This is an optimization exercise on Yosys and OpenROAD, whose aim is small area, not a production implementation. The RTL was checked by simulation tests, not by an equivalence proof against the original design. Power figures rest on the tool's default switching activity, not on a simulated workload.

### flow/config.mk
export PLATFORM = sky130hd
export DESIGN_NAME = shunt_correlator
export DESIGN_NICKNAME = shunt_correlator
export VERILOG_FILES = /design/flow/design.v
export SDC_FILE = /design/flow/constraint.sdc
export NUM_CORES = 4
export LEC_CHECK = 0
export ABC_AREA = 1
export CAP_MARGIN = 20
export CORE_MARGIN = 2
export CORE_UTILIZATION = 80
export PLACE_DENSITY = 0.88
export SLEW_MARGIN = 20
export SYNTH_MEMORY_MAX_BITS = 32768
### flow/constraint.sdc
create_clock -name core_clock -period 100.0 [get_ports {clk}]
set_input_delay 20.0000 -clock core_clock [delete_from_list [all_inputs] [get_ports {clk}]]
set_output_delay 20.0000 -clock core_clock [all_outputs]
set_load 0.01 [all_outputs]
### flow/design.v
module shunt_correlator (
    input  wire               clk,
    input  wire               rst,          
    input  wire               start,        
    input  wire        [3:0]  bin,          
    input  wire        [23:0] lead,         
    input  wire        [23:0] half,         
    input  wire               s_valid,
    input  wire signed [31:0] s_data,       
    output reg                done,
    output wire signed [63:0] a_i,
    output wire signed [63:0] a_q,
    output wire signed [63:0] b_i,
    output wire signed [63:0] b_q
);
    localparam integer AW = 61;    
    reg [AW-1:0] ci, cq, ai, aq;   
    localparam [1:0] R_LEAD = 2'd0, R_A = 2'd1, R_B = 2'd2;
    reg        running;
    reg [1:0]  rg;          
    reg [23:0] cnt;         
    reg [3:0]  k;
    reg [3:0]  step;        
    reg        m_acc, m_first, m_bfirst, m_last;
    wire take = running && s_valid && !start;
    wire cnt_z   = (cnt == 24'd0);
    wire adv     = cnt_z && (rg != R_B);
    wire adv_t   = adv && take;
    wire [1:0]  rg_n  = adv ? rg + 2'd1 : rg;
    wire [23:0] cnt_n;
    decr #(24) dec_c (.a(adv_t ? ai[23:0] : cnt), .en(take), .s(cnt_n));
    wire        last  = (rg_n == R_B) && (cnt_n == 24'd0);
    always @(posedge clk) begin
        if (rst) begin
            running <= 1'b0;
            step    <= 4'd0;
        end else if (start) begin
            running <= 1'b1;
            step    <= 4'd0;
        end else begin
            if (take) begin
                step <= 4'd1;
                if (last) running <= 1'b0;
            end else if (step != 4'd0) begin
                step <= (step == 4'd8) ? 4'd0 : step + 4'd1;
            end
        end
    end
    always @(posedge clk) begin
        cnt <= start ? lead : cnt_n;
        if (start) begin
            k      <= bin;
            rg     <= R_LEAD;
        end else if (take) begin
            rg       <= rg_n;
            m_acc    <= (rg_n != R_LEAD);
            m_first  <= adv;
            m_bfirst <= adv && (rg == R_A);
            m_last   <= last;
        end
    end
    reg [11:0] j;           
    reg [16:0] w;           
    reg [2:0]  wcnt;        
    reg [2:0]  sj;
    reg [16:0] su;
    always @(*) begin
        case (k)
            4'd13: begin sj = 3'd1; su = 17'd52947; end
            4'd14: begin sj = 3'd3; su = 17'd27769; end
            4'd15: begin sj = 3'd6; su = 17'd55538; end
            default: begin sj = 3'd0; su = 17'd16 << k; end
        endcase
    end
    wire [16:0] w_s, w_n;
    wire        wrap;
    rca #(17) add_w (.a(w), .b(su & {17{take}}), .ci(1'b0), .s(w_s), .co(wrap));
    rca #(17) off_w (.a(w_s), .b(17'd52947 & {17{wrap}}), .ci(1'b0), .s(w_n), .co());
    wire [9:0]  r    = j[9:0];
    wire [1:0]  q    = j[11:10];
    wire [8:0]  dadr = r[9] ? ~r[8:0] : r[8:0];
    wire [11:0] dt;
    dtab u_dt (.a(dadr), .y(dt));
    wire        swp    = r[9] ^ q[0];
    wire [5:0]  ds_mag = swp ? dt[5:0] : dt[11:6];
    wire [5:0]  dc_mag = swp ? dt[11:6] : dt[5:0];
    wire        walk   = (wcnt != 3'd0) && !take;
    wire        ds_neg = q[1] ^ q[0];
    wire        dc_neg = !q[1];
    reg  signed [15:0] sw, cw;    
    wire [5:0]  ds_g = ds_mag & {6{walk}};
    wire [5:0]  dc_g = dc_mag & {6{walk}};
    wire [15:0] sw_n, cw_n;
    wire [11:0] j_n;
    incr #(12) inc_j (.a(j), .en(walk), .s(j_n));
    rca #(16) add_s (.a(sw), .b({{10{ds_neg}}, ds_g ^ {6{ds_neg}}}), .ci(ds_neg), .s(sw_n), .co());
    rca #(16) add_c (.a(cw), .b({{10{dc_neg}}, dc_g ^ {6{dc_neg}}}), .ci(dc_neg), .s(cw_n), .co());
    always @(posedge clk) begin
        j  <= start ? 12'd0 : j_n;
        w  <= start ? 17'd52947 : w_n;
        sw <= start ? 16'sd0 : sw_n;
        cw <= start ? 16'sd32767 : cw_n;
        if (start)
            wcnt <= 3'd0;
        else if (take)
            wcnt <= sj + {2'b00, wrap};
        else if (walk)
            wcnt <= wcnt - 3'd1;
    end
    reg  [35:0] xs;         
    reg  [16:0] cs, ss;     
    always @(posedge clk) begin
        if (take) begin
            xs <= {{4{s_data[31]}}, s_data};
            cs <= {cw, 1'b0};
            ss <= {sw, 1'b0};
        end else begin
            xs <= {xs[33:0], 2'b00};
            cs <= {2'b00, cs[16:2]};
            ss <= {2'b00, ss[16:2]};
        end
    end
    function automatic [AW:0] pp_of(input [2:0] d, input fneg, input act, input [35:0] x);
        reg one, two, neg;
        reg [36:0] mag;
        begin
            one = (d[0] ^ d[1]) && act;
            two = ((d == 3'b011) || (d == 3'b100)) && act;
            neg = (d[2] ^ fneg) && (one || two);
            mag = two ? {x, 1'b0} : (one ? {x[35], x} : 37'd0);
            pp_of = {{(AW-37){mag[36] ^ neg}}, mag ^ {37{neg}}, neg};
        end
    endfunction
    wire        act  = (step != 4'd0) && m_acc;
    wire [AW:0] pp_i = pp_of(cs[2:0], 1'b0, act, xs);
    wire [AW:0] pp_q = pp_of(ss[2:0], 1'b1, act, xs);     
    wire         gate = m_first && (step == 4'd1);
    wire [AW-1:0] sum_i, sum_q;
    rca #(AW) add_i (.a(gate ? {AW{1'b0}} : ci), .b(pp_i[AW:1]), .ci(pp_i[0]), .s(sum_i), .co());
    rca #(AW) add_q (.a(gate ? {AW{1'b0}} : cq), .b(pp_q[AW:1]), .ci(pp_q[0]), .s(sum_q), .co());
    always @(posedge clk) begin
        ci <= sum_i;
        cq <= sum_q;
        if (start) begin
            ai[23:0] <= half;
        end else if (m_bfirst && step == 4'd1) begin
            ai <= ci;
            aq <= cq;
        end
    end
    always @(posedge clk) begin
        if (rst) done <= 1'b0;
        else     done <= (step == 4'd8) && m_last && !start;
    end
    assign a_i = {{(64-AW){ai[AW-1]}}, ai};
    assign a_q = {{(64-AW){aq[AW-1]}}, aq};
    assign b_i = {{(64-AW){ci[AW-1]}}, ci};
    assign b_q = {{(64-AW){cq[AW-1]}}, cq};
endmodule
module rca #(parameter integer W = 8) (
    input  wire [W-1:0] a,
    input  wire [W-1:0] b,
    input  wire         ci,
    output wire [W-1:0] s,
    output wire         co
);
    wire [W:0] c;
    assign c[0] = ci;
    genvar i;
    generate
        for (i = 0; i < W; i = i + 1) begin : g
            assign s[i]   = a[i] ^ b[i] ^ c[i];
            assign c[i+1] = (a[i] & b[i]) | (c[i] & (a[i] ^ b[i]));
        end
    endgenerate
    assign co = c[W];
endmodule
module incr #(parameter integer W = 8) (
    input  wire [W-1:0] a,
    input  wire         en,
    output wire [W-1:0] s
);
    wire [W:0] c;
    assign c[0] = en;
    genvar i;
    generate
        for (i = 0; i < W; i = i + 1) begin : g
            assign s[i]   = a[i] ^ c[i];
            assign c[i+1] = a[i] & c[i];
        end
    endgenerate
endmodule
module decr #(parameter integer W = 8) (
    input  wire [W-1:0] a,
    input  wire         en,
    output wire [W-1:0] s
);
    wire [W:0] b;
    assign b[0] = en;
    genvar i;
    generate
        for (i = 0; i < W; i = i + 1) begin : g
            assign s[i]   = a[i] ^ b[i];
            assign b[i+1] = !a[i] & b[i];
        end
    endgenerate
endmodule
module dtab (
    input  wire [8:0]  a,
    output wire [11:0] y
);
  wire new_n23, new_n24, new_n25, new_n26, new_n27, new_n28, new_n29,
    new_n30, new_n31, new_n32, new_n33, new_n34, new_n35, new_n36, new_n37,
    new_n38, new_n39, new_n40, new_n41, new_n42, new_n43, new_n44, new_n45,
    new_n46, new_n47, new_n48, new_n49, new_n50, new_n51, new_n52, new_n53,
    new_n54, new_n55, new_n56, new_n57, new_n58, new_n59, new_n60, new_n61,
    new_n62, new_n63, new_n64, new_n65, new_n66, new_n67, new_n68, new_n69,
    new_n70, new_n71, new_n72, new_n73, new_n74, new_n75, new_n76, new_n77,
    new_n78, new_n79, new_n80, new_n81, new_n82, new_n83, new_n84, new_n85,
    new_n86, new_n87, new_n88, new_n89, new_n90, new_n91, new_n92, new_n93,
    new_n94, new_n95, new_n96, new_n97, new_n98, new_n99, new_n100,
    new_n101, new_n102, new_n103, new_n104, new_n105, new_n106, new_n107,
    new_n108, new_n109, new_n110, new_n111, new_n112, new_n113, new_n114,
    new_n115, new_n116, new_n117, new_n118, new_n119, new_n120, new_n121,
    new_n122, new_n123, new_n124, new_n125, new_n126, new_n127, new_n128,
    new_n129, new_n130, new_n131, new_n132, new_n133, new_n134, new_n135,
    new_n136, new_n137, new_n138, new_n139, new_n140, new_n141, new_n142,
    new_n143, new_n144, new_n145, new_n146, new_n147, new_n148, new_n149,
    new_n150, new_n151, new_n152, new_n153, new_n154, new_n155, new_n156,
    new_n157, new_n158, new_n159, new_n160, new_n161, new_n162, new_n163,
    new_n164, new_n165, new_n166, new_n167, new_n168, new_n169, new_n170,
    new_n171, new_n172, new_n173, new_n174, new_n175, new_n176, new_n177,
    new_n178, new_n179, new_n180, new_n181, new_n182, new_n183, new_n184,
    new_n185, new_n186, new_n187, new_n188, new_n189, new_n190, new_n191,
    new_n192, new_n193, new_n194, new_n195, new_n196, new_n197, new_n198,
    new_n199, new_n200, new_n201, new_n202, new_n203, new_n204, new_n205,
    new_n206, new_n207, new_n208, new_n209, new_n210, new_n211, new_n212,
    new_n213, new_n214, new_n215, new_n216, new_n217, new_n218, new_n220,
    new_n221, new_n222, new_n223, new_n224, new_n225, new_n226, new_n227,
    new_n228, new_n229, new_n230, new_n231, new_n232, new_n233, new_n234,
    new_n235, new_n236, new_n237, new_n238, new_n239, new_n240, new_n241,
    new_n242, new_n243, new_n244, new_n245, new_n246, new_n247, new_n248,
    new_n249, new_n250, new_n251, new_n252, new_n253, new_n254, new_n255,
    new_n256, new_n257, new_n258, new_n259, new_n260, new_n262, new_n263,
    new_n264, new_n265, new_n266, new_n267, new_n268, new_n269, new_n270,
    new_n271, new_n272, new_n274, new_n275, new_n276, new_n277, new_n278,
    new_n282, new_n283, new_n284, new_n285, new_n286, new_n287, new_n288,
    new_n289, new_n290, new_n291, new_n292, new_n293, new_n294, new_n295,
    new_n296, new_n297, new_n298, new_n299, new_n300, new_n301, new_n302,
    new_n303, new_n304, new_n305, new_n306, new_n307, new_n308, new_n309,
    new_n310, new_n311, new_n312, new_n313, new_n314, new_n315, new_n316,
    new_n317, new_n318, new_n319, new_n320, new_n321, new_n322, new_n323,
    new_n324, new_n325, new_n326, new_n327, new_n328, new_n329, new_n330,
    new_n331, new_n332, new_n333, new_n334, new_n335, new_n336, new_n337,
    new_n338, new_n339, new_n340, new_n341, new_n342, new_n343, new_n344,
    new_n345, new_n346, new_n347, new_n348, new_n349, new_n350, new_n351,
    new_n352, new_n353, new_n354, new_n355, new_n356, new_n357, new_n358,
    new_n359, new_n360, new_n361, new_n362, new_n363, new_n364, new_n365,
    new_n367, new_n368, new_n369, new_n370, new_n371, new_n372, new_n373,
    new_n374, new_n375, new_n376, new_n377, new_n378, new_n379, new_n380,
    new_n381, new_n382, new_n383, new_n384, new_n385, new_n386, new_n387,
    new_n388, new_n390, new_n391, new_n392, new_n393, new_n394, new_n395,
    new_n396, new_n397, new_n398, new_n399, new_n400, new_n401, new_n402,
    new_n403, new_n404, new_n405, new_n406, new_n407, new_n408, new_n409,
    new_n410, new_n411, new_n412, new_n413, new_n415, new_n416, new_n417,
    new_n419;
  assign new_n23 = ~a[3] & a[4];
  assign new_n24 = ~a[0] & a[2];
  assign new_n25 = a[0] & a[3];
  assign new_n26 = a[1] & a[2];
  assign new_n27 = a[0] & new_n26;
  assign new_n28 = ~new_n25 & ~new_n27;
  assign new_n29 = a[2] & a[3];
  assign new_n30 = ~new_n28 & ~new_n29;
  assign new_n31 = ~new_n24 & ~new_n30;
  assign new_n32 = new_n23 & ~new_n31;
  assign new_n33 = a[3] & ~a[5];
  assign new_n34 = ~a[0] & a[1];
  assign new_n35 = a[2] & new_n34;
  assign new_n36 = ~new_n33 & new_n35;
  assign new_n37 = a[0] & ~a[1];
  assign new_n38 = a[2] & new_n37;
  assign new_n39 = new_n33 & new_n38;
  assign new_n40 = ~new_n36 & ~new_n39;
  assign new_n41 = a[3] & a[4];
  assign new_n42 = ~a[1] & a[2];
  assign new_n43 = ~a[5] & new_n42;
  assign new_n44 = new_n41 & new_n43;
  assign new_n45 = a[0] & new_n41;
  assign new_n46 = ~new_n44 & ~new_n45;
  assign new_n47 = new_n40 & new_n46;
  assign new_n48 = ~new_n32 & new_n47;
  assign new_n49 = ~a[1] & ~a[3];
  assign new_n50 = ~a[4] & a[5];
  assign new_n51 = ~a[0] & new_n50;
  assign new_n52 = new_n49 & new_n51;
  assign new_n53 = ~a[6] & ~new_n52;
  assign new_n54 = ~new_n48 & new_n53;
  assign new_n55 = ~a[0] & ~a[3];
  assign new_n56 = ~new_n53 & new_n55;
  assign new_n57 = new_n48 & new_n56;
  assign new_n58 = ~new_n24 & ~new_n50;
  assign new_n59 = ~a[4] & ~a[5];
  assign new_n60 = ~new_n34 & ~new_n59;
  assign new_n61 = new_n24 & new_n60;
  assign new_n62 = ~new_n58 & ~new_n61;
  assign new_n63 = a[0] & ~a[2];
  assign new_n64 = a[0] & ~a[5];
  assign new_n65 = ~a[1] & new_n64;
  assign new_n66 = ~new_n63 & ~new_n65;
  assign new_n67 = a[4] & ~new_n66;
  assign new_n68 = ~new_n62 & ~new_n67;
  assign new_n69 = ~a[2] & ~a[3];
  assign new_n70 = a[4] & new_n69;
  assign new_n71 = a[6] & ~new_n70;
  assign new_n72 = ~a[1] & ~a[2];
  assign new_n73 = a[5] & new_n72;
  assign new_n74 = a[3] & ~a[4];
  assign new_n75 = new_n26 & new_n74;
  assign new_n76 = ~new_n73 & ~new_n75;
  assign new_n77 = new_n71 & new_n76;
  assign new_n78 = ~new_n68 & new_n77;
  assign new_n79 = ~a[0] & ~a[2];
  assign new_n80 = ~new_n49 & ~new_n79;
  assign new_n81 = ~a[4] & ~new_n24;
  assign new_n82 = ~new_n80 & new_n81;
  assign new_n83 = ~a[4] & new_n69;
  assign new_n84 = ~a[5] & new_n83;
  assign new_n85 = ~new_n82 & ~new_n84;
  assign new_n86 = ~new_n78 & new_n85;
  assign new_n87 = ~new_n57 & new_n86;
  assign new_n88 = ~new_n54 & new_n87;
  assign new_n89 = a[7] & a[8];
  assign new_n90 = new_n23 & new_n34;
  assign new_n91 = new_n89 & ~new_n90;
  assign new_n92 = ~new_n88 & new_n91;
  assign new_n93 = new_n23 & ~new_n34;
  assign new_n94 = ~new_n24 & new_n93;
  assign new_n95 = new_n33 & new_n34;
  assign new_n96 = ~a[2] & new_n95;
  assign new_n97 = a[4] & a[5];
  assign new_n98 = ~new_n80 & new_n97;
  assign new_n99 = ~new_n96 & ~new_n98;
  assign new_n100 = ~new_n94 & new_n99;
  assign new_n101 = ~new_n28 & new_n50;
  assign new_n102 = a[4] & ~a[5];
  assign new_n103 = ~a[3] & new_n26;
  assign new_n104 = ~new_n37 & ~new_n103;
  assign new_n105 = new_n102 & ~new_n104;
  assign new_n106 = new_n24 & ~new_n49;
  assign new_n107 = new_n59 & new_n106;
  assign new_n108 = ~a[7] & a[8];
  assign new_n109 = ~new_n75 & new_n108;
  assign new_n110 = ~new_n107 & new_n109;
  assign new_n111 = ~new_n105 & new_n110;
  assign new_n112 = ~new_n101 & new_n111;
  assign new_n113 = new_n100 & new_n112;
  assign new_n114 = ~new_n92 & ~new_n113;
  assign new_n115 = ~a[6] & ~new_n38;
  assign new_n116 = new_n108 & new_n115;
  assign new_n117 = new_n114 & ~new_n116;
  assign new_n118 = ~a[4] & ~new_n29;
  assign new_n119 = new_n114 & new_n118;
  assign new_n120 = a[3] & ~new_n63;
  assign new_n121 = new_n102 & ~new_n120;
  assign new_n122 = a[6] & ~new_n121;
  assign new_n123 = ~new_n24 & ~new_n63;
  assign new_n124 = new_n49 & ~new_n123;
  assign new_n125 = ~new_n122 & ~new_n124;
  assign new_n126 = ~a[1] & ~new_n41;
  assign new_n127 = new_n125 & new_n126;
  assign new_n128 = ~new_n35 & ~new_n55;
  assign new_n129 = new_n50 & ~new_n69;
  assign new_n130 = new_n128 & new_n129;
  assign new_n131 = ~new_n34 & ~new_n37;
  assign new_n132 = new_n70 & new_n131;
  assign new_n133 = ~new_n130 & ~new_n132;
  assign new_n134 = ~a[1] & ~new_n24;
  assign new_n135 = ~new_n64 & new_n134;
  assign new_n136 = ~a[5] & new_n135;
  assign new_n137 = ~a[0] & new_n102;
  assign new_n138 = ~new_n25 & ~new_n137;
  assign new_n139 = a[3] & new_n102;
  assign new_n140 = a[2] & ~new_n139;
  assign new_n141 = ~new_n138 & new_n140;
  assign new_n142 = ~new_n136 & ~new_n141;
  assign new_n143 = new_n133 & new_n142;
  assign new_n144 = a[1] & ~a[5];
  assign new_n145 = new_n74 & new_n144;
  assign new_n146 = new_n143 & ~new_n145;
  assign new_n147 = a[0] & a[1];
  assign new_n148 = new_n84 & new_n147;
  assign new_n149 = new_n53 & ~new_n148;
  assign new_n150 = ~new_n146 & new_n149;
  assign new_n151 = new_n27 & new_n33;
  assign new_n152 = ~new_n50 & ~new_n102;
  assign new_n153 = ~new_n43 & new_n152;
  assign new_n154 = new_n65 & new_n153;
  assign new_n155 = ~new_n151 & ~new_n154;
  assign new_n156 = a[1] & a[3];
  assign new_n157 = new_n98 & ~new_n156;
  assign new_n158 = ~new_n49 & new_n51;
  assign new_n159 = ~new_n72 & new_n74;
  assign new_n160 = ~new_n58 & new_n159;
  assign new_n161 = ~new_n158 & ~new_n160;
  assign new_n162 = ~new_n157 & new_n161;
  assign new_n163 = ~new_n125 & new_n162;
  assign new_n164 = new_n155 & new_n163;
  assign new_n165 = ~new_n150 & ~new_n164;
  assign new_n166 = new_n50 & new_n165;
  assign new_n167 = ~new_n34 & ~new_n97;
  assign new_n168 = a[4] & new_n34;
  assign new_n169 = ~new_n167 & ~new_n168;
  assign new_n170 = ~new_n123 & new_n144;
  assign new_n171 = ~new_n169 & new_n170;
  assign new_n172 = ~a[0] & a[5];
  assign new_n173 = a[3] & ~new_n172;
  assign new_n174 = new_n152 & new_n173;
  assign new_n175 = new_n69 & new_n102;
  assign new_n176 = ~new_n34 & new_n175;
  assign new_n177 = ~new_n174 & ~new_n176;
  assign new_n178 = new_n40 & new_n177;
  assign new_n179 = new_n147 & ~new_n178;
  assign new_n180 = new_n115 & ~new_n179;
  assign new_n181 = ~new_n23 & new_n34;
  assign new_n182 = ~new_n180 & ~new_n181;
  assign new_n183 = ~a[7] & ~new_n182;
  assign new_n184 = ~new_n171 & new_n183;
  assign new_n185 = ~new_n166 & new_n184;
  assign new_n186 = ~new_n127 & new_n185;
  assign new_n187 = ~new_n119 & new_n186;
  assign new_n188 = ~new_n117 & ~new_n187;
  assign new_n189 = ~a[7] & ~a[8];
  assign new_n190 = new_n139 & ~new_n147;
  assign new_n191 = ~a[3] & ~new_n102;
  assign new_n192 = ~new_n29 & new_n147;
  assign new_n193 = ~new_n191 & new_n192;
  assign new_n194 = a[6] & ~new_n193;
  assign new_n195 = ~new_n136 & new_n194;
  assign new_n196 = new_n26 & new_n50;
  assign new_n197 = ~a[0] & new_n191;
  assign new_n198 = ~new_n196 & new_n197;
  assign new_n199 = ~new_n38 & ~new_n73;
  assign new_n200 = a[4] & ~new_n199;
  assign new_n201 = new_n29 & new_n51;
  assign new_n202 = a[1] & new_n201;
  assign new_n203 = ~new_n200 & ~new_n202;
  assign new_n204 = ~new_n198 & new_n203;
  assign new_n205 = new_n195 & new_n204;
  assign new_n206 = ~new_n190 & new_n205;
  assign new_n207 = ~new_n84 & new_n206;
  assign new_n208 = a[0] & new_n73;
  assign new_n209 = new_n178 & ~new_n208;
  assign new_n210 = ~new_n25 & new_n50;
  assign new_n211 = ~new_n55 & new_n210;
  assign new_n212 = new_n149 & ~new_n211;
  assign new_n213 = new_n209 & new_n212;
  assign new_n214 = ~new_n207 & ~new_n213;
  assign new_n215 = new_n189 & ~new_n214;
  assign new_n216 = a[7] & ~a[8];
  assign new_n217 = new_n165 & new_n216;
  assign new_n218 = ~new_n215 & ~new_n217;
  assign y[0] = ~new_n188 & new_n218;
  assign new_n220 = ~new_n50 & ~new_n69;
  assign new_n221 = ~new_n102 & ~new_n220;
  assign new_n222 = ~new_n139 & ~new_n221;
  assign new_n223 = new_n205 & new_n222;
  assign new_n224 = ~a[3] & ~a[4];
  assign new_n225 = new_n165 & ~new_n224;
  assign new_n226 = a[4] & ~new_n69;
  assign new_n227 = ~a[5] & ~new_n226;
  assign new_n228 = ~new_n225 & new_n227;
  assign new_n229 = a[5] & ~new_n224;
  assign new_n230 = ~new_n206 & ~new_n229;
  assign new_n231 = ~a[6] & ~new_n213;
  assign new_n232 = ~new_n230 & ~new_n231;
  assign new_n233 = new_n222 & new_n231;
  assign new_n234 = ~new_n232 & ~new_n233;
  assign new_n235 = ~new_n228 & new_n234;
  assign new_n236 = ~new_n223 & ~new_n235;
  assign new_n237 = ~a[7] & new_n236;
  assign new_n238 = ~a[6] & a[7];
  assign new_n239 = ~new_n165 & new_n221;
  assign new_n240 = ~a[5] & ~new_n165;
  assign new_n241 = ~new_n59 & ~new_n229;
  assign new_n242 = ~new_n240 & new_n241;
  assign new_n243 = ~new_n239 & ~new_n242;
  assign new_n244 = new_n238 & ~new_n243;
  assign new_n245 = a[6] & a[7];
  assign new_n246 = ~new_n228 & new_n245;
  assign new_n247 = ~a[8] & ~new_n246;
  assign new_n248 = ~new_n97 & ~new_n166;
  assign new_n249 = ~new_n247 & new_n248;
  assign new_n250 = ~new_n244 & ~new_n249;
  assign new_n251 = ~new_n237 & new_n250;
  assign new_n252 = a[5] & a[8];
  assign new_n253 = ~new_n251 & ~new_n252;
  assign new_n254 = new_n143 & new_n224;
  assign new_n255 = new_n185 & ~new_n254;
  assign new_n256 = ~new_n185 & ~new_n226;
  assign new_n257 = ~new_n114 & ~new_n256;
  assign new_n258 = ~new_n255 & new_n257;
  assign new_n259 = ~new_n253 & new_n258;
  assign new_n260 = new_n253 & ~new_n258;
  assign y[1] = ~new_n259 & ~new_n260;
  assign new_n262 = ~a[5] & new_n247;
  assign new_n263 = ~new_n258 & ~new_n262;
  assign new_n264 = new_n251 & ~new_n263;
  assign new_n265 = new_n207 & ~new_n264;
  assign new_n266 = ~new_n236 & ~new_n250;
  assign new_n267 = ~new_n263 & ~new_n266;
  assign new_n268 = new_n189 & ~new_n236;
  assign new_n269 = ~new_n267 & ~new_n268;
  assign new_n270 = a[6] & new_n269;
  assign new_n271 = ~new_n265 & ~new_n270;
  assign new_n272 = ~a[6] & ~new_n269;
  assign y[2] = new_n271 & ~new_n272;
  assign new_n274 = new_n97 & ~new_n183;
  assign new_n275 = ~new_n114 & new_n274;
  assign new_n276 = new_n271 & ~new_n275;
  assign new_n277 = a[7] & ~new_n276;
  assign new_n278 = ~a[7] & new_n276;
  assign y[3] = ~new_n277 & ~new_n278;
  assign y[5] = new_n89 & ~new_n276;
  assign y[4] = ~new_n247 & ~y[5];
  assign new_n282 = ~new_n141 & ~new_n144;
  assign new_n283 = ~a[4] & ~new_n282;
  assign new_n284 = ~new_n104 & new_n169;
  assign new_n285 = ~a[2] & ~new_n224;
  assign new_n286 = ~new_n60 & new_n285;
  assign new_n287 = new_n23 & new_n38;
  assign new_n288 = ~a[2] & a[3];
  assign new_n289 = new_n97 & new_n288;
  assign new_n290 = ~new_n287 & ~new_n289;
  assign new_n291 = ~new_n286 & new_n290;
  assign new_n292 = ~new_n284 & new_n291;
  assign new_n293 = new_n155 & new_n292;
  assign new_n294 = ~new_n283 & new_n293;
  assign new_n295 = a[6] & ~new_n294;
  assign new_n296 = a[0] & a[6];
  assign new_n297 = new_n135 & new_n236;
  assign new_n298 = ~new_n51 & ~new_n106;
  assign new_n299 = ~a[2] & new_n97;
  assign new_n300 = a[1] & new_n224;
  assign new_n301 = new_n25 & new_n72;
  assign new_n302 = ~new_n300 & ~new_n301;
  assign new_n303 = ~new_n299 & new_n302;
  assign new_n304 = new_n298 & new_n303;
  assign new_n305 = ~new_n297 & new_n304;
  assign new_n306 = ~new_n296 & new_n305;
  assign new_n307 = ~new_n295 & ~new_n306;
  assign new_n308 = a[0] & a[5];
  assign new_n309 = ~new_n55 & ~new_n308;
  assign new_n310 = ~new_n73 & new_n309;
  assign new_n311 = new_n153 & new_n310;
  assign new_n312 = new_n307 & ~new_n311;
  assign new_n313 = new_n108 & ~new_n312;
  assign new_n314 = a[4] & new_n156;
  assign new_n315 = ~new_n49 & ~new_n314;
  assign new_n316 = new_n172 & ~new_n315;
  assign new_n317 = a[5] & new_n83;
  assign new_n318 = ~new_n41 & ~new_n317;
  assign new_n319 = new_n37 & ~new_n318;
  assign new_n320 = new_n97 & ~new_n128;
  assign new_n321 = new_n147 & new_n175;
  assign new_n322 = ~new_n201 & ~new_n321;
  assign new_n323 = ~new_n320 & new_n322;
  assign new_n324 = a[2] & new_n131;
  assign new_n325 = new_n210 & new_n324;
  assign new_n326 = new_n169 & new_n288;
  assign new_n327 = ~new_n325 & ~new_n326;
  assign new_n328 = new_n323 & new_n327;
  assign new_n329 = ~new_n319 & new_n328;
  assign new_n330 = a[6] & ~new_n329;
  assign new_n331 = new_n189 & ~new_n330;
  assign new_n332 = ~new_n41 & new_n65;
  assign new_n333 = new_n83 & new_n147;
  assign new_n334 = new_n24 & new_n41;
  assign new_n335 = ~new_n301 & ~new_n334;
  assign new_n336 = ~new_n333 & new_n335;
  assign new_n337 = ~new_n332 & new_n336;
  assign new_n338 = new_n331 & new_n337;
  assign new_n339 = ~a[8] & new_n209;
  assign new_n340 = ~new_n31 & new_n50;
  assign new_n341 = new_n144 & ~new_n224;
  assign new_n342 = new_n123 & new_n341;
  assign new_n343 = ~new_n44 & new_n245;
  assign new_n344 = ~new_n342 & new_n343;
  assign new_n345 = ~new_n55 & ~new_n72;
  assign new_n346 = ~new_n25 & ~new_n345;
  assign new_n347 = ~a[4] & new_n346;
  assign new_n348 = new_n344 & ~new_n347;
  assign new_n349 = ~new_n340 & new_n348;
  assign new_n350 = ~new_n339 & new_n349;
  assign new_n351 = ~new_n338 & ~new_n350;
  assign new_n352 = ~new_n316 & ~new_n351;
  assign new_n353 = new_n74 & new_n136;
  assign new_n354 = new_n26 & new_n308;
  assign new_n355 = ~new_n44 & ~new_n97;
  assign new_n356 = ~new_n123 & ~new_n355;
  assign new_n357 = ~new_n354 & ~new_n356;
  assign new_n358 = ~new_n353 & new_n357;
  assign new_n359 = new_n149 & new_n358;
  assign new_n360 = new_n227 & new_n344;
  assign new_n361 = ~new_n69 & new_n102;
  assign new_n362 = ~new_n300 & ~new_n361;
  assign new_n363 = ~a[0] & ~new_n362;
  assign new_n364 = new_n245 & ~new_n363;
  assign new_n365 = ~new_n360 & new_n364;
  assign y[10] = ~a[8] & ~new_n365;
  assign new_n367 = ~new_n359 & y[10];
  assign new_n368 = ~new_n330 & new_n367;
  assign new_n369 = ~a[5] & ~new_n45;
  assign new_n370 = a[1] & new_n25;
  assign new_n371 = new_n24 & new_n49;
  assign new_n372 = ~new_n370 & ~new_n371;
  assign new_n373 = new_n369 & new_n372;
  assign new_n374 = ~new_n347 & new_n373;
  assign new_n375 = a[8] & ~new_n374;
  assign new_n376 = a[3] & new_n168;
  assign new_n377 = new_n74 & new_n308;
  assign new_n378 = ~new_n376 & ~new_n377;
  assign new_n379 = ~new_n375 & new_n378;
  assign new_n380 = ~a[4] & ~new_n370;
  assign new_n381 = ~new_n55 & new_n252;
  assign new_n382 = ~new_n380 & new_n381;
  assign new_n383 = new_n238 & ~new_n382;
  assign new_n384 = ~new_n52 & ~new_n95;
  assign new_n385 = new_n383 & new_n384;
  assign new_n386 = ~new_n379 & new_n385;
  assign new_n387 = ~new_n368 & ~new_n386;
  assign new_n388 = ~new_n352 & new_n387;
  assign y[6] = ~new_n313 & new_n388;
  assign new_n390 = ~new_n224 & new_n307;
  assign new_n391 = ~a[5] & ~new_n390;
  assign new_n392 = a[6] & ~new_n391;
  assign new_n393 = new_n26 & new_n45;
  assign new_n394 = new_n392 & ~new_n393;
  assign new_n395 = ~a[7] & ~new_n394;
  assign new_n396 = new_n102 & ~new_n344;
  assign new_n397 = a[6] & ~new_n34;
  assign new_n398 = new_n382 & ~new_n397;
  assign new_n399 = a[5] & ~new_n333;
  assign new_n400 = ~new_n398 & new_n399;
  assign new_n401 = ~new_n396 & ~new_n400;
  assign new_n402 = new_n89 & ~new_n401;
  assign new_n403 = ~a[6] & ~new_n346;
  assign new_n404 = new_n380 & new_n403;
  assign new_n405 = ~y[10] & ~new_n404;
  assign new_n406 = ~new_n402 & new_n405;
  assign new_n407 = ~new_n395 & new_n406;
  assign new_n408 = new_n305 & new_n358;
  assign new_n409 = ~new_n59 & ~new_n408;
  assign new_n410 = a[7] & ~new_n367;
  assign new_n411 = ~a[6] & ~new_n410;
  assign new_n412 = ~new_n409 & new_n411;
  assign new_n413 = ~new_n331 & ~new_n412;
  assign y[7] = new_n407 | ~new_n413;
  assign new_n415 = a[7] & ~new_n398;
  assign new_n416 = new_n392 & ~new_n415;
  assign new_n417 = ~y[10] & ~new_n383;
  assign y[8] = ~new_n416 & new_n417;
  assign new_n419 = new_n89 & ~new_n383;
  assign y[9] = ~y[10] & ~new_n419;
  assign y[11] = 1'b1;
endmodule
### flow/flow/run.sh
#!/bin/bash
# Standard ORFS layout (the standard.sh, standard synthesis unchanged), with
# floorplan, placement and CTS choices changed:
#  - after floorplan, buffers that ABC added are removed and every logic cell
#    is swapped for the smallest cell of its family (flow/downsize.tcl); the
#    standard repair steps afterwards fix any slew, capacitance or timing need;
#  - every input and output port still gets its own buffer, but a small
#    sky130_fd_sc_hd__buf_1 instead of the default delay-buffer cell;
#  - CTS uses clkbuf_8 in sink clusters of up to 20, without dummy loads.
# Each tool's full output goes to a log file in this folder.
set -euo pipefail
here=$(pwd)
export REMOVE_ABC_BUFFERS=1
export POST_FLOORPLAN_TCL="$here/flow/downsize.tcl"
export BUFFER_PORTS_ARGS="-buffer_cell sky130_fd_sc_hd__buf_1"
export CTS_ARGS="-sink_clustering_enable -repair_clock_nets -dont_use_dummy_load -buf_list sky130_fd_sc_hd__clkbuf_8 -sink_clustering_size 20 -sink_clustering_max_diameter 45"
bash standard.sh synth > synth.log 2>&1
bash standard.sh floorplan > floorplan.log 2>&1
bash standard.sh place > place.log 2>&1
bash standard.sh cts > cts.log 2>&1
bash standard.sh finish > finish.log 2>&1
### flow/flow/downsize.tcl
# Swap every logic cell for the smallest-area cell of the same family
# (same function, e.g. nand2_2 -> nand2_1); later repair steps resize
# anything that then misses a slew, capacitance or timing limit.
set dont_use [split $::env(DONT_USE_CELLS)]
set n_swapped 0
set saved 0.0
foreach inst [get_cells *] {
  set cell [get_property $inst ref_name]
  if {![regexp {^(sky130_fd_sc_hd__[a-z0-9]+)_([0-9]+)$} $cell -> base n]} { continue }
  set lc [get_lib_cells -quiet */$cell]
  if {$lc eq ""} { continue }
  set best $cell
  set best_area [get_property $lc area]
  foreach cand [get_lib_cells */${base}_*] {
    set cname [get_name $cand]
    if {![regexp "^${base}_\[0-9\]+\$" $cname]} { continue }
    if {[lsearch -exact $dont_use $cname] >= 0} { continue }
    set a [get_property $cand area]
    if {$a < $best_area} { set best $cname; set best_area $a }
  }
  if {$best ne $cell} {
    set saved [expr {$saved + [get_property $lc area] - $best_area}]
    replace_cell $inst $best
    incr n_swapped
  }
}
puts "downsize: swapped $n_swapped cells, [format %.1f $saved] um2 less"
### flow/standard.sh
#!/bin/bash
# synth_recipe.tcl (not shown) runs the flow's synth.tcl, then flattens the netlist and writes it again
# the make line also repeats each setting of config.mk as NAME=value (left out here)
make -C /OpenROAD-flow-scripts/flow DESIGN_CONFIG=/design/flow/config.mk WORK_HOME=/design/flow/orfs CLKGATE_MAP_FILE= SYNTH_SCRIPT=/design/flow/synth_recipe.tcl "${@:-finish}"
==> impl_results.md, run 1 <==
- Status: aborted with a tool error
- Last stage: global routing (5_1_grt)
- Error msg: [ERROR GRT-0232] Routing congestion too high. Check the congestion heatmap in the GUI.
- Post-synthesis instance total: 2350
- DP HPWL: 46900 um
- Initial antenna violation count: 30
- Synth async-reset ratio: 0%
- Cell row count: 59
- Share of the synthesized area in the top cell type: 26.9%
- Dpl cells: 2945
- Syn_area_per_cell: 9.12 sq um
- Post-cts hold buffer count: 0
- Post-CTS Setup Inserts: 0
- GPL Wtd Cong: 0.972
- Top_reg_cell synth: dfxtp_1
- Seq/Total Area, Yosys: 45.1%
- Dpl ws: 67280 ps
- CTS resizes: 0
- Largest area contributor in the netlist: dfxtp_1
- Synth Register Bits: 418
- Total global-route track usage: 77.4%
- Max clock buf depth: 3
- Remaining Overflow, GRT: 110
- Pin count of the biggest net entering global routing: 92
- Yosys warnings: 1
- Clk sinks: 418
- Number of enable flip-flop cells after synthesis: 130
- IO Count: 345
- Syn Std Cell Area: 21400 sq um
- Root Driver: clkbuf_8
- Netlist cell types: 50
- Chip Height: 168 um
- Die width: 168 um
- Cts bufs inserted: 38
- H-tree levels: 2
- Initial Util: 81.8%
- Top post-synthesis cells by area: dfxtp_1 27%, edfxtp_1 18%, fa_1 16%
- I/O Buffers: 344
power by group through the flow:
stage	Combinational (uW)	Clock, uW	Sequential, uW
floorplan	89.9	0	251
global placement	143	0	246
detailed placement	168	0	249
CTS	179	87.4	247
cells in the mapped netlist, drive strengths merged (31+ instances only):
cell type  count
a21oi         51
xor2          36
o21ai        256
dfxtp        288
edfxtp       130
nand2        622
clkbuf        68
nor2         134
nand3         67
ha            66
inv          344
buf           31
fa           170
cell families after synthesis:
kind of cell,after synthesis,share of synthesized area [%]
simple gates,866,16.5
buf+inv,444,8.25
flops,418,45.1
compound gates,338,8.34
fa+ha+maj,236,19.7
xor+xnor,48,2.03
stage by stage:
| stage | instance area, sq um | utilization, % |
|---|---|---|
| 4_1_cts | 23200 | 88.6 |
| 2_1_floorplan | 21000 | - |
| 3_5_place_dp | 22700 | 86.6 |
| 3_3_place_gp | 22700 | 86.6 |
worst max path at each step:
stage,endpoint,cells past startpoint
floorplan,w[15]$_SDFF_PP1_,56
global placement,w[15]$_SDFF_PP1_,56
detailed placement,w[15]$_SDFF_PP1_,56
CTS,w[15]$_SDFF_PP1_,56
routing by layer:
metal	global-route usage (%)	overflow
met5	40.0	1
met4	71.3	50
met2	91.2	47
met1	78.8	6
met3	66.4	6
==> run 2, diff against run 1 <==
--- a/flow/config.mk
+++ b/flow/config.mk
@@ -9,6 +9,6 @@
 export CAP_MARGIN = 20
 export CORE_MARGIN = 2
-export CORE_UTILIZATION = 80
-export PLACE_DENSITY = 0.88
+export CORE_UTILIZATION = 65
+export PLACE_DENSITY = 0.75
 export SLEW_MARGIN = 20
 export SYNTH_MEMORY_MAX_BITS = 32768
==> run 2 against run 1 <==
  * The run now finishes clean
  * Synthesized cell count did not move
  * Synthesized area did not move
==> impl_results.md, run 2 <==
- Status: no timing/DRC/antenna violations
- Critical Path Sink Type: flop
- Netlist cell types: 50 (unchanged)
- F_max: 30.9 MHz
- FF-to-FF Start: step[0]$_SDFFE_PP0P_
- DRC: 0
- Cts bufs inserted: 42 (+11%)
- First-pass GRT wire length: 80100 um
- Combinational Power Share: 31.4%
- Post-route setup TNS: 0 ps
- Via count: 16540
- Slew @ Worst Pin: 968 ps
- CTS tree: yes
- Hold Vio Cnt, Final: 0
- Die area: 34400 sq um
- Switch Pwr: 181 uW
- RSZ-0062 raised after global routing: no
- Count leader, synth: nand2_1
- CTS resizes: 0 (unchanged)
- Critical path type: in -> reg
- Top post-synthesis cells by area: dfxtp_1 27%, edfxtp_1 18%, fa_1 16%
- Synth async-reset ratio: 0% (unchanged)
- Starting DRC count in detailed routing: 1251
- Pwr/cell area: 20.9 nW/um^2
- CP max stage delay: 690 ps
- Vias/cell: 5.34
- Max-slew violations: 0
- I/O Buffers: 344 (unchanged)
- Pint: 309 uW
- Switching part of the total: 36.9%
- Max clock buf depth: 3 (unchanged)
- R2r setup slk: 72230 ps
- Cell row count: 66 (+12%)
- Most frequent CP cell: fa_1
- CP max FO: 75
- Total global-route track usage: 29.7%
- Drt total wl: 51200 um
- Worst Setup SP: start
- H-tree levels: 2 (unchanged)
- Final Cycle Share: 32.3%
- Slowest CP cell: clkinv_2
- DP HPWL: 38500 um (-18%)
- Post-cts hold buffer count: 0 (unchanged)
- Initial Util: 65.9% (-16 points)
- Syn_area_per_cell: 9.12 sq um (unchanged)
- Remaining Overflow, GRT: 0
- Sequential share of power: 50.1%
- CP arrival: 32760 ps
- Clk sinks: 418 (unchanged)
- Final nets: 2979
- Pin count of the biggest net entering global routing: 85
- Vias in the first global route: 15948
- Core area: 32500 sq um
- Synth Register Bits: 418 (unchanged)
- Commonest non-fill, non-tap cell in the layout: nand2_1
- Startpoint types: input port
- R2r worst-path depth: 78
- Number of enable flip-flop cells after synthesis: 130 (unchanged)
- Routed Antenna Nets: 0
- Tmin final: 32310 ps
- Die width: 186 um (+11%)
- GPL Wtd Cong: 1.00 (+3.0%)
- Worst-Skew Late Latency: 610 ps
- Crit path capture: w[15]$_SDFF_PP1_
- Most common library cells after synthesis: 599 x nand2_1, 335 x inv_1, 288 x dfxtp_1
- Slew HR: 35.3%
- Clock skew: 78.4 ps
- Pleak: 0.0101 uW
- Fillers: 2569
- Share of the synthesized area in the top cell type: 26.9% (unchanged)
- Hold Crit Class: reg -> reg
- Average wire per standard cell: 16.5 um
- Clock transition at the registers of the reported paths: 100 ps
- Dpl ws: 67410 ps (+121 ps)
- Largest area contributor in the netlist: dfxtp_1
- Final setup vio count: 0
- Post-CTS Setup Inserts: 0 (unchanged)
- Max IR drop VDD: 0.0000184 V
- Root Driver: clkbuf_8
- Required time of the critical path: 100450 ps
- Top_reg_cell synth: dfxtp_1
- IO Count: 345 (unchanged)
- Yosys warnings: 1 (unchanged)
- MaxCap Viol Count: 0
- Layout cell share with drive strength beyond 1: 3.05%
- 1st-pass router iterations: 6
- Power, Total: 489 uW
- Worst Slack Setup Final: 67690 ps
- Chip Height: 186 um (+11%)
- Initial antenna violation count: 5
- Clk pwr share: 18.5%
- Syn Std Cell Area: 21400 sq um (unchanged)
- FF-to-FF End: ci[60]$_DFF_P_
- Post-synthesis instance total: 2350 (unchanged)
- Synth-to-Final Area Change: 9.31%
- Seq/Total Area, Yosys: 45.1% (unchanged)
- Most frequent cells in the layout: 621 x nand2_1, 343 x buf_1, 334 x inv_1
run 2: layout make-up:
type / instances / area, sq um / share of cell area [%]
inverters: 345 / 1300 / 5.53
clock buffers: 42 / 578 / 2.47
repair buffers: 360 / 1420 / 6.04
flip-flops and latches: 418 / 9670 / 41.3
multi-input cells: 1488 / 9910 / 42.3
diodes: 3 / 7.51 / 0.0320
well taps: 442 / 553 / 2.36
run 2: cells by family (layout without fill, tap and decap cells):
family / after synthesis / in the layout / share of synthesized area, %
xor gates and xnor gates: 48 / 48 / 2.03
DFF: 418 / 418 / 45.1
other: 0 / 3 / 0
adders and majority gates: 236 / 236 / 19.7
AOI/OAI and AO/OA: 338 / 338 / 8.34
and+or+nand+nor: 866 / 866 / 16.5
buffers and inverters: 444 / 747 / 8.25
run 2: routing by layer:
metal	vias to the layer above	track usage, %	routed length [um]
met1	7911	38.2	20900
met3	114	4.52	3110
li1	7956	-	-
met4	6	10.8	1790
met5	-	0	44
met2	553	51.2	25400
run 2: worst min-delay path by stage:
stage	slack (ps)	cells after the start	start	to
after CTS	400	2	cs[12]$_DFF_P_	cs[10]$_DFF_P_
after detailed placement	420	2	cs[14]$_DFF_P_	cs[12]$_DFF_P_
final	400	2	cs[12]$_DFF_P_	cs[10]$_DFF_P_
after floorplan	410	2	cs[12]$_DFF_P_	cs[10]$_DFF_P_
after global placement	410	2	cs[11]$_DFF_P_	cs[9]$_DFF_P_
after global routing	460	2	cs[12]$_DFF_P_	cs[10]$_DFF_P_
run 2: critical path: cells and delay by family:
family | cells | cell delay (ps)
fa+ha+maj | 33 | 9360
buf+inv | 20 | 2470
simple gates | 3 | 910
run 2: through the flow:
step | hold slack (ps) | utilization, % | std cells | cell area [sq um]
floorplan | 406 | - | 2251 | 21000
global placement | 414 | 70.2 | 3053 | 22800
detailed placement | 420 | 70.2 | 3053 | 22800
CTS | 399 | 72.0 | 3095 | 23400
global route | 457 | 72.0 | 3096 | 23400
finish | 403 | 72.0 | 3098 | 23400
run 2: power groups by stage:
stage               clock [uW]  sequential [uW]  combinational [uW]
floorplan                    0              251                89.9
global placement             0              248                 145
detailed placement           0              249                 154
CTS                       92.6              245                 156
global route              98.1              249                 179
finish                    90.5              245                 154
==> run 3, diff against run 2 <==
--- a/flow/flow/run.sh
+++ b/flow/flow/run.sh
@@ -14,5 +14,5 @@
 export POST_FLOORPLAN_TCL="$here/flow/downsize.tcl"
 export BUFFER_PORTS_ARGS="-buffer_cell sky130_fd_sc_hd__buf_1"
-export CTS_ARGS="-sink_clustering_enable -repair_clock_nets -dont_use_dummy_load -buf_list sky130_fd_sc_hd__clkbuf_8 -sink_clustering_size 20 -sink_clustering_max_diameter 45"
+export CTS_ARGS="-sink_clustering_enable -repair_clock_nets -dont_use_dummy_load -buf_list sky130_fd_sc_hd__clkbuf_8 -sink_clustering_size 25 -sink_clustering_max_diameter 50"
 bash standard.sh synth > synth.log 2>&1
 bash standard.sh floorplan > floorplan.log 2>&1
==> run 3 against run 2 <==
  * Still clean
  * Non-clock buffer count unchanged
  * Count of clock-buffer cells in the layout down 5
  * Routed wire length barely moved
  * Cell area decreased by 0.29%
  * Sequential power about the same
  * Via count is 0.42% lower
  * Clock power down 5.5%
  * Global-route usage down 0.072 points
  * Synthesized cell count unchanged
  * Critical path depth did not move
  * Sequential share of layout area is 0.12 points higher
  * Largest cell class unchanged
  * Largest power group unchanged
==> impl_results.md, run 3 <==
- Cell row count: 66 (unchanged)
- Synth Register Bits: 418 (unchanged)
- Switch Pwr: 180 uW (-0.47%)
- Seq/Total Area, Yosys: 45.1% (unchanged)
- Starting DRC count in detailed routing: 1262 (+0.88%)
- Number of enable flip-flop cells after synthesis: 130 (unchanged)
- DRC: 0 (unchanged)
- Final setup vio count: 0 (unchanged)
- Worst-Skew Late Latency: 590 ps (-20 ps)
- Top_reg_cell synth: dfxtp_1
- Final nets: 2974 (-0.17%)
- MaxCap Viol Count: 0 (unchanged)
- CP max stage delay: 680 ps (about the same)
- Remaining Overflow, GRT: 0 (unchanged)
- Layout cell share with drive strength beyond 1: 2.87% (-0.18 points)
- Pint: 304 uW (-1.4%)
- RSZ-0062 raised after global routing: no
- Post-CTS Setup Inserts: 0 (unchanged)
- Syn_area_per_cell: 9.12 sq um (unchanged)
- IO Count: 345 (unchanged)
- Vias in the first global route: 15846 (-0.64%)
- Count leader, synth: nand2_1
- Drt total wl: 51200 um (about the same)
- CP max FO: 75 (unchanged)
- Hold Crit Class: reg -> reg
- Syn Std Cell Area: 21400 sq um (unchanged)
- CP arrival: 32710 ps (-50 ps)
- Hold Vio Cnt, Final: 0 (unchanged)
- CP top delay family: adder cells
- Most frequent cells in the layout: 621 x nand2_1, 343 x buf_1, 334 x inv_1
- Share of the synthesized area in the top cell type: 26.9% (unchanged)
- Pleak: 0.0100 uW (-0.36%)
- Slew HR: 34.7% (-0.61 points)
- GPL Wtd Cong: 1.00 (unchanged)
- Status: no timing/DRC/antenna violations
- Post-route setup TNS: 0 ps (unchanged)
- Netlist cell types: 50 (unchanged)
- Cts bufs inserted: 37 (-12%)
- Final core occ: 71.8% (-0.21 points)
- Synth-to-Final Area Change: 8.99%
- Routed Antenna Nets: 0 (unchanged)
- Clk sinks: 418 (unchanged)
- Vias/cell: 5.33 (-0.26%)
- Post-synthesis instance total: 2350 (unchanged)
- Switching part of the total: 37.1% (+0.23 points)
- Most common library cells after synthesis: 599 x nand2_1, 335 x inv_1, 288 x dfxtp_1
- Initial antenna violation count: 4 (-1)
- Critical path type: in -> reg
- Slew @ Worst Pin: 977 ps (+9.07 ps)
- Pwr/cell area: 20.7 nW/um^2 (-0.78%)
- Sequential share of power: 50.7% (+0.6 points)
- Clk pwr share: 17.7% (-0.8 points)
- First-pass GRT wire length: 80100 um (about the same)
- Root Driver: clkbuf_8
- Tmin final: 32280 ps (-34.5 ps)
- Final hold slack: 394 ps (-8.29 ps)
- CTS resizes: 0 (unchanged)
- Average wire per standard cell: 16.6 um (+0.17%)
- Commonest non-fill, non-tap cell in the layout: nand2_1
- Fillers: 2592 (+0.90%)
- Combinational Power Share: 31.7% (+0.3 points)
- Crit path buf inv count: 20 (unchanged)
- Top post-synthesis cells by area: dfxtp_1 27%, edfxtp_1 18%, fa_1 16%
- Dpl cells: 3053 (unchanged)
- Clock transition at the registers of the reported paths: 100 ps (about the same)
- Startpoint types: input port
- Required time of the critical path: 100430 ps (-20 ps)
- Die width: 186 um (unchanged)
- Yosys warnings: 1 (unchanged)
- DP HPWL: 38500 um (unchanged)
- Largest area contributor in the netlist: dfxtp_1
- Via count: 16471 (-0.42%)
- Most frequent CP cell: fa_1
- Final Cycle Share: 32.3% (-0.034 points)
- Final cell count without fillers: 3093 (-0.16%)
- Clock skew: 110 ps (+31.5 ps)
- Max-slew violations: 0 (unchanged)
- Synth async-reset ratio: 0% (unchanged)
- CTS tree: yes
- I/O Buffers: 344 (unchanged)
- Die area: 34400 sq um (unchanged)
- F_max: 31.0 MHz (+0.11%)
- H-tree levels: 2 (unchanged)
- 1st-pass router iterations: 5 (-1)
- Max IR drop VDD: 0.0000152 V (-17%)
- Critical Path Sink Type: flop
- Post-cts hold buffer count: 0 (unchanged)
- Chip Height: 186 um (unchanged)
- Pin count of the biggest net entering global routing: 85 (unchanged)
- Initial Util: 65.9% (unchanged)
- Slowest CP cell: clkinv_2
- Core area: 32500 sq um (unchanged)
- Max clock buf depth: 3 (unchanged)
- Total global-route track usage: 29.6% (-0.072 points)
run 3: changes by cell type in the layout (fill, tap and decap cells not counted):
cell | before | now
clkbuf_8 | 42 | 37
run 3: kinds of logic after synthesis:
| logic type | Yosys count | share of synthesized area, % |
|---|---|---|
| adders and majority gates | 236 | 19.7 |
| buffers and inverters | 444 | 8.25 |
| and+or+nand+nor | 866 | 16.5 |
| xor gates and xnor gates | 48 | 2.03 |
| DFF | 418 | 45.1 |
| AOI/OAI and AO/OA | 338 | 8.34 |
run 3: final timing paths:
path | from | slack, ps | cells past startpoint | end
worst min-delay path | cs[14]$_DFF_P_ | 390 | 2 | cs[12]$_DFF_P_
worst min register to register | cs[14]$_DFF_P_ | 390 | 2 | cs[12]$_DFF_P_
worst max register to register | step[0]$_SDFFE_PP0P_ | 72280 | 78 | ci[60]$_DFF_P_
worst max-delay path | start | 67720 | 56 | w[15]$_SDFF_PP1_
run 3: power by group through the flow:
stage | sequential, uW | clock, uW | combinational (uW)
final | 245 | 85.5 | 153
after global routing | 249 | 92.9 | 179
after CTS | 245 | 87.5 | 156
after detailed placement | 249 | 0 | 154
after global placement | 248 | 0 | 145
after floorplan | 251 | 0 | 89.9
run 3: area by class of cell:
| cell class | count | area (sq um) | area share (%) |
|---|---|---|---|
| Antenna cell | 3 | 7.51 | 0.0321 |
| Clock buffer | 37 | 509 | 2.18 |
| Inverter | 345 | 1300 | 5.55 |
| Multi-Input combinational cell | 1488 | 9910 | 42.4 |
| Sequential cell | 418 | 9670 | 41.4 |
| Tap cell | 442 | 553 | 2.37 |
| Timing Repair Buffer | 360 | 1420 | 6.06 |
run 3: per-layer routing:
metal | vias to the layer above | routed length [um] | global-route usage (%)
li1 | 7942 | - | -
met1 | 7877 | 20900 | 38.6
met2 | 536 | 25400 | 51.0
met3 | 112 | 3250 | 4.05
met4 | 4 | 1680 | 10.4
met5 | - | 26 | 0
run 3: per-stage QoR:
stage | setup WS [ps] | power, uW | instance area [sq um]
6_report | 67720 | 484 | 23400
2_1_floorplan | 64940 | 341 | 21000
3_3_place_gp | 67850 | 392 | 22800
4_1_cts | 68000 | 488 | 23300
5_1_grt | 66710 | 520 | 23400
3_5_place_dp | 67410 | 403 | 22800
run 3: worst register-to-register path: cells and delay by family (launching register included):
kind | cells | cell delay, ps
buffers and inverters | 8 | 1720
flip-flops | 1 | 400
AND/OR/NAND/NOR | 6 | 780
AO/OA/AOI/OAI | 2 | 870
XOR/XNOR | 2 | 300
adder cells (fa/ha/maj) | 60 | 23580
==> run 4, diff against run 3 <==
--- a/flow/flow/run.sh
+++ b/flow/flow/run.sh
@@ -14,5 +14,5 @@
 export POST_FLOORPLAN_TCL="$here/flow/downsize.tcl"
 export BUFFER_PORTS_ARGS="-buffer_cell sky130_fd_sc_hd__buf_1"
-export CTS_ARGS="-sink_clustering_enable -repair_clock_nets -dont_use_dummy_load -buf_list sky130_fd_sc_hd__clkbuf_8 -sink_clustering_size 25 -sink_clustering_max_diameter 50"
+export CTS_ARGS="-sink_clustering_enable -repair_clock_nets -dont_use_dummy_load -buf_list sky130_fd_sc_hd__clkbuf_4 -sink_clustering_size 12 -sink_clustering_max_diameter 35"
 bash standard.sh synth > synth.log 2>&1
 bash standard.sh floorplan > floorplan.log 2>&1
==> run 4 against run 3 <==
  * Still clean on timing, DRC and antenna
  * Core utilization barely moved
  * Critical path depth did not move
  * Via count rose by 1.0%
  * Cell count rose by 1.1%
  * Combinational power barely moved
  * Sequential share of layout area barely moved
  * Highest routed layer unchanged
==> impl_results.md, run 4 <==
- Most common library cells after synthesis: 599 x nand2_1, 335 x inv_1, 288 x dfxtp_1
- Yosys warnings: 1 (unchanged)
- R2r setup slk: 72260 ps (-20 ps)
- Final setup vio count: 0 (unchanged)
- H-tree levels: 3 (+1)
- Required time of the critical path: 100620 ps (+190 ps)
- Clock transition at the registers of the reported paths: 110 ps (about the same)
- Pwr/cell area: 20.7 nW/um^2 (-0.20%)
- First-pass GRT wire length: 80200 um (+0.14%)
- Placed cell areas: 22800 sq um (unchanged)
- CP arrival: 32720 ps (about the same)
- Synth Register Bits: 418 (unchanged)
- Max-slew violations: 0 (unchanged)
- Number of enable flip-flop cells after synthesis: 130 (unchanged)
- Final core occ: 71.8% (about the same)
- Routed Antenna Nets: 0 (unchanged)
- GPL Wtd Cong: 1.00 (unchanged)
- Met2 Usage GRT: 50.4% (-0.60 points)
- Most frequent cells in the layout: 621 x nand2_1, 343 x buf_1, 334 x inv_1
- Met1 usage: 37.9% (-0.68 points)
- Chip Height: 186 um (unchanged)
- Slowest CP cell: clkinv_2
- 1st-pass router iterations: 6 (+1)
- Post-synthesis instance total: 2350 (unchanged)
- Worst-Skew Late Latency: 760 ps (+170 ps)
- Fillers: 2618 (+1.0%)
- Starting DRC count in detailed routing: 1114 (-12%)
- IO Count: 345 (unchanged)
- CTS tree: yes
- Largest area contributor in the netlist: dfxtp_1
- Hold Vio Cnt, Final: 0 (unchanged)
- I/O Buffers: 344 (unchanged)
- Final Cycle Share: 32.1% (-0.17 points)
- Slew HR: 35.6% (+0.87 points)
- Remaining Overflow, GRT: 0 (unchanged)
- Hold Crit Class: reg -> reg
- RSZ-0062 raised after global routing: no
- Crit path buf inv count: 20 (unchanged)
- Grt met3 use: 5.50% (+1.4 points)
- Initial Util: 65.9% (unchanged)
- FF-to-FF Start: step[0]$_SDFFE_PP0P_
- Startpoint types: input port
- Cell row count: 66 (unchanged)
- Average wire per standard cell: 16.4 um (-1.1%)
- Netlist cell types: 50 (unchanged)
- CTS resizes: 0 (unchanged)
- Initial antenna violation count: 6 (+2)
- CP max stage delay: 690 ps (about the same)
- Pleak: 0.0101 uW (+0.42%)
- F_max: 31.2 MHz (+0.54%)
- Die width: 186 um (unchanged)
- Worst Slack Setup Final: 67900 ps (+175 ps)
- Dpl ws: 67410 ps (unchanged)
- Commonest non-fill, non-tap cell in the layout: nand2_1
- Via count: 16641 (+1.0%)
- Seq/Total Area, Yosys: 45.1% (unchanged)
- Busiest grt layer: met2
- Max clock buf depth: 3 (unchanged)
- Worst Min Path Start: cs[6]$_DFF_P_
- Slew @ Worst Pin: 964 ps (-13.0 ps)
- Drt total wl: 51200 um (about the same)
- Synth-to-Final Area Change: 9.01% (about the same)
- Clock skew: 105 ps (-4.89 ps)
- Final nets: 3004 (+1.0%)
- Layout cell share with drive strength beyond 1: 3.96% (+1.1 points)
- Design area: 23400 sq um (about the same)
- Share of the synthesized area in the top cell type: 26.9% (unchanged)
- CP max FO: 75 (unchanged)
- Top_reg_cell synth: dfxtp_1
- Pin count of the biggest net entering global routing: 85 (unchanged)
- Post-cts hold buffer count: 0 (unchanged)
- Syn Std Cell Area: 21400 sq um (unchanged)
- MaxCap Viol Count: 0 (unchanged)
- DRC: 0 (unchanged)
- Max IR drop VDD: 0.0000163 V (+7.5%)
- Root Driver: clkbuf_4
- Vias/cell: 5.32 (about the same)
- Top post-synthesis cells by area: dfxtp_1 27%, edfxtp_1 18%, fa_1 16%
- Total global-route track usage: 29.9% (+0.33 points)
- Cts bufs inserted: 67 (+81%)
- Core area: 32500 sq um (unchanged)
- Vias in the first global route: 16023 (+1.1%)
- Syn_area_per_cell: 9.12 sq um (unchanged)
- Synth async-reset ratio: 0% (unchanged)
- Tmin final: 32100 ps (-175 ps)
- Count leader, synth: nand2_1
- Critical Path Sink Type: flop
- DP HPWL: 38500 um (unchanged)
- Die area: 34400 sq um (unchanged)
- Post-CTS Setup Inserts: 0 (unchanged)
- CP top delay family: adder cells
- Critical path type: in -> reg
- Post-route setup TNS: 0 ps (unchanged)
- Most frequent CP cell: fa_1
- Clk sinks: 418 (unchanged)
- Status: no timing/DRC/antenna violations
- Worst Setup SP: start
==> run 4: per-layer routing <==
layer	vias to the layer above	part of all wire, %
met1	7894	40
met4	2	3.7
met3	116	7.2
li1	8033	-
met2	596	49
met5	-	0.029
==> run 4: kinds of logic (layout without fill, tap and decap cells) <==
group           Yosys count  after routing  share of synthesized area, %
compound gates          338            338                          8.34
xor+xnor                 48             48                          2.03
fa+ha+maj               236            236                          19.7
other cells               0              7                             0
flops                   418            418                          45.1
buf+inv                 444            772                          8.25
simple gates            866            866                          16.5
==> run 4: power breakdown <==
part	switching, uW	leakage [uW]	internal (uW)
combinational	97.7	0.00618	55.4
sequential	29.1	0.00359	216
clock	54.3	0.000308	30.8
==> run 4: cell type report <==
cell class	instances	area, sq um	area share (%)
Clock buffer	67	503	2.15
Antenna cell	7	17.5	0.0750
Inverter	345	1300	5.55
Tap cell	442	553	2.37
Sequential cell	418	9670	41.4
Timing Repair Buffer	360	1420	6.06
Multi-Input combinational cell	1488	9910	42.4
==> run 4: worst register-to-register path: cells and delay by family, from the launching register on <==
family	cells	cell delay, ps
AO/OA/AOI/OAI	2	880
XOR/XNOR	2	300
adder cells (fa/ha/maj)	60	23510
buffers and inverters	8	1730
flip-flops	1	390
AND/OR/NAND/NOR	6	770
==> run 4: path summary, 6_finish.rpt <==
path                 endpoint  depth (start not counted)
max          w[15]$_SDFF_PP1_                         56
min             cs[4]$_DFF_P_                          2
max reg2reg    ci[60]$_DFF_P_                         78
min reg2reg     cs[4]$_DFF_P_                          2
==> run 4: metrics by stage <==
step / power [uW] / std cells / hold WS (ps)
3_5_place_dp: 403 / 3053 / 420
6_report: 483 / 3127 / 388
4_1_cts: 489 / 3120 / 394
5_1_grt: 521 / 3122 / 413
3_3_place_gp: 392 / 3053 / 414
2_1_floorplan: 341 / 2251 / 406
==> run 5, diff against run 4 <==
--- a/flow/flow/run.sh
+++ b/flow/flow/run.sh
@@ -14,5 +14,5 @@
 export POST_FLOORPLAN_TCL="$here/flow/downsize.tcl"
 export BUFFER_PORTS_ARGS="-buffer_cell sky130_fd_sc_hd__buf_1"
-export CTS_ARGS="-sink_clustering_enable -repair_clock_nets -dont_use_dummy_load -buf_list sky130_fd_sc_hd__clkbuf_4 -sink_clustering_size 12 -sink_clustering_max_diameter 35"
+export CTS_ARGS="-sink_clustering_enable -repair_clock_nets -dont_use_dummy_load -buf_list sky130_fd_sc_hd__clkbuf_8 -sink_clustering_buffer sky130_fd_sc_hd__clkbuf_16 -sink_clustering_size 28 -sink_clustering_max_diameter 50"
 bash standard.sh synth > synth.log 2>&1
 bash standard.sh floorplan > floorplan.log 2>&1
==> run 5 against run 4 <==
  * Still clean
  * Core utilization grew 1.1 points
  * Non-clock buffer count is the same
  * Total power grew 7.1%
  * Synthesized area is the same
  * Sequential share of layout area shrank 0.62 points
  * Via count is essentially flat
  * Routed wire length grew 1.7%
  * Synthesized cell count is the same
  * First-iteration DRC count grew 8.3%
==> impl_results.md, run 5 <==
- Die area: 34400 sq um (unchanged)
- Via count: 16644 (+0.018%)
- Remaining Overflow, GRT: 0 (unchanged)
- Top post-synthesis cells by area: dfxtp_1 27%, edfxtp_1 18%, fa_1 16%
- Synth-to-Final Area Change: 10.7%
- Sequential share of power: 47.5% (-3.2 points)
- Pleak: 0.0102 uW (+1.2%)
- Clk pwr share: 22.5% (+4.9 points)
- DP HPWL: 38500 um (unchanged)
- Pint: 332 uW (+9.9%)
- Syn_area_per_cell: 9.12 sq um (unchanged)
- Core area: 32500 sq um (unchanged)
- I/O Buffers: 344 (unchanged)
- Initial antenna violation count: 4 (-2)
- Slew HR: 35.9% (+0.37 points)
- Yosys warnings: 1 (unchanged)
- Average wire per standard cell: 16.8 um (+2.8%)
- Max IR drop VDD: 0.0000162 V (-0.41%)
- Chip Height: 186 um (unchanged)
- Vias in the first global route: 15928 (-0.59%)
- Pin count of the biggest net entering global routing: 85 (unchanged)
- Post-synthesis instance total: 2350 (unchanged)
- Synth Register Bits: 418 (unchanged)
- Cell row count: 66 (unchanged)
- Die width: 186 um (unchanged)
- Netlist cell types: 50 (unchanged)
- Hold Vio Cnt, Final: 0 (unchanged)
- Hold Crit Class: reg -> reg
- Drt total wl: 52100 um (+1.7%)
- Commonest non-fill, non-tap cell in the layout: nand2_1
- Worst Slack Setup Final: 67720 ps (-183 ps)
- Required time of the critical path: 100470 ps (-150 ps)
- Syn Std Cell Area: 21400 sq um (unchanged)
- First-pass GRT wire length: 81100 um (+1.1%)
- Count leader, synth: nand2_1
- Most frequent cells in the layout: 621 x nand2_1, 343 x buf_1, 334 x inv_1
- Routed Antenna Nets: 0 (unchanged)
- CP max FO: 75 (unchanged)
- Slew @ Worst Pin: 959 ps (-5.60 ps)
- Switch Pwr: 186 uW (+2.5%)
- RSZ-0062 raised after global routing: no
- Largest area contributor in the netlist: dfxtp_1
- GPL Wtd Cong: 1.00 (unchanged)
- MaxCap Viol Count: 0 (unchanged)
- CP max stage delay: 670 ps (-20 ps)
- Most common library cells after synthesis: 599 x nand2_1, 335 x inv_1, 288 x dfxtp_1
- Worst-Skew Late Latency: 630 ps (-130 ps)
- Number of enable flip-flop cells after synthesis: 130 (unchanged)
- Final setup vio count: 0 (unchanged)
- Switching part of the total: 35.9% (-1.6 points)
- Combinational Power Share: 30.0% (-1.7 points)
- Critical Path Sink Type: flop
- 1st-pass router iterations: 7 (+1)
- Synth async-reset ratio: 0% (unchanged)
- Max clock buf depth: 3 (unchanged)
- Starting DRC count in detailed routing: 1206 (+8.3%)
- Total global-route track usage: 30.0% (+0.11 points)
- Clk sinks: 418 (unchanged)
- Max-slew violations: 0 (unchanged)
- Clock skew: 120 ps (+14.7 ps)
- Final nets: 2974 (-1.0%)
- Most frequent CP cell: fa_1
- Clock transition at the registers of the reported paths: 70 ps (-40 ps)
- F_max: 31.0 MHz (-0.57%)
- CTS tree: yes
- Slowest CP cell: clkinv_2
- Top_reg_cell synth: dfxtp_1
- Post-CTS Setup Inserts: 0 (unchanged)
- CP arrival: 32750 ps (+30 ps)
- Fillers: 2544 (-2.8%)
- Share of the synthesized area in the top cell type: 26.9% (unchanged)
- CTS resizes: 0 (unchanged)
- H-tree levels: 2 (-1)
- Post-route setup TNS: 0 ps (unchanged)
- Tmin final: 32280 ps (+183 ps)
- Final Cycle Share: 32.3% (+0.18 points)
- Layout cell share with drive strength beyond 1: 2.87% (-1.1 points)
- Startpoint types: input port
- Status: no timing/DRC/antenna violations
- Final hold slack: 384 ps (-3.69 ps)
- Dpl ws: 67410 ps (unchanged)
- Seq/Total Area, Yosys: 45.1% (unchanged)
- Critical path type: in -> reg
- DRC: 0 (unchanged)
- Vias/cell: 5.38 (+1.1%)
- IO Count: 345 (unchanged)
- Root Driver: clkbuf_8
- Post-cts hold buffer count: 0 (unchanged)
- Cts bufs inserted: 37 (-45%)
- Initial Util: 65.9% (unchanged)
- Pwr/cell area: 21.8 nW/um^2 (+5.5%)
-- run 5: changes by cell type in the layout (fill, tap and decap cells not counted), sizes merged --
cell    before  now
clkbuf      68   38
diode        7    3
-- run 5: power groups by stage --
| stage | logic [uW] | registers, uW | clock network (uW) |
|---|---|---|---|
| after floorplan | 89.9 | 251 | 0 |
| after global placement | 145 | 248 | 0 |
| after detailed placement | 154 | 249 | 0 |
| after global routing | 180 | 249 | 124 |
| after CTS | 157 | 245 | 118 |
| final | 155 | 246 | 117 |
-- run 5: final cells by class --
type / count / area, sq um / share of cell area (%)
sequential: 418 / 9670 / 40.8
multi-input combinational: 1488 / 9910 / 41.8
inverter: 345 / 1300 / 5.46
tap: 442 / 553 / 2.33
antenna: 3 / 7.51 / 0.0316
clock buffer: 37 / 870 / 3.67
timing repair buffer: 360 / 1420 / 5.97
-- run 5: critical path: cells and delay by family --
kind          cells  cell delay (ps)
fa+ha+maj        33             9330
simple gates      3              920
buf+inv          20             2440
-- run 5: cells by family (layout without fill, tap and decap cells) --
logic type | Yosys count | after routing | share of synthesized area, %
AND/OR/NAND/NOR | 866 | 866 | 16.5
buffers and inverters | 444 | 742 | 8.25
flip-flops | 418 | 418 | 45.1
AO/OA/AOI/OAI | 338 | 338 | 8.34
adder cells (fa/ha/maj) | 236 | 236 | 19.7
XOR/XNOR | 48 | 48 | 2.03
other | 0 | 3 | 0
-- run 5: path summary, 6_finish.rpt --
| path | from | endpoint | slack, ps | cells past startpoint |
|---|---|---|---|---|
| setup / recovery | start | w[15]$_SDFF_PP1_ | 67720 | 56 |
| hold / removal | cs[14]$_DFF_P_ | cs[12]$_DFF_P_ | 380 | 2 |
| setup reg to reg | step[0]$_SDFFE_PP0P_ | ci[60]$_DFF_P_ | 72270 | 78 |
| hold reg to reg | cs[14]$_DFF_P_ | cs[12]$_DFF_P_ | 380 | 2 |
-- run 5: through the flow --
stage	power [uW]	utilization (%)	area [sq um]	cells
floorplan	341	-	21000	2251
global placement	392	70.2	22800	3053
detailed placement	403	70.2	22800	3053
CTS	520	72.9	23700	3090
global route	553	72.9	23700	3091
finish	518	72.9	23700	3093
-- run 5: routing by layer --
layer	track usage (%)	share of wire, %	up-vias
li1	-	-	7957
met1	38.9	40	7979
met2	52.0	50	597
met3	4.32	6.8	107
met4	10.4	3.3	4
met5	0	0.050	-
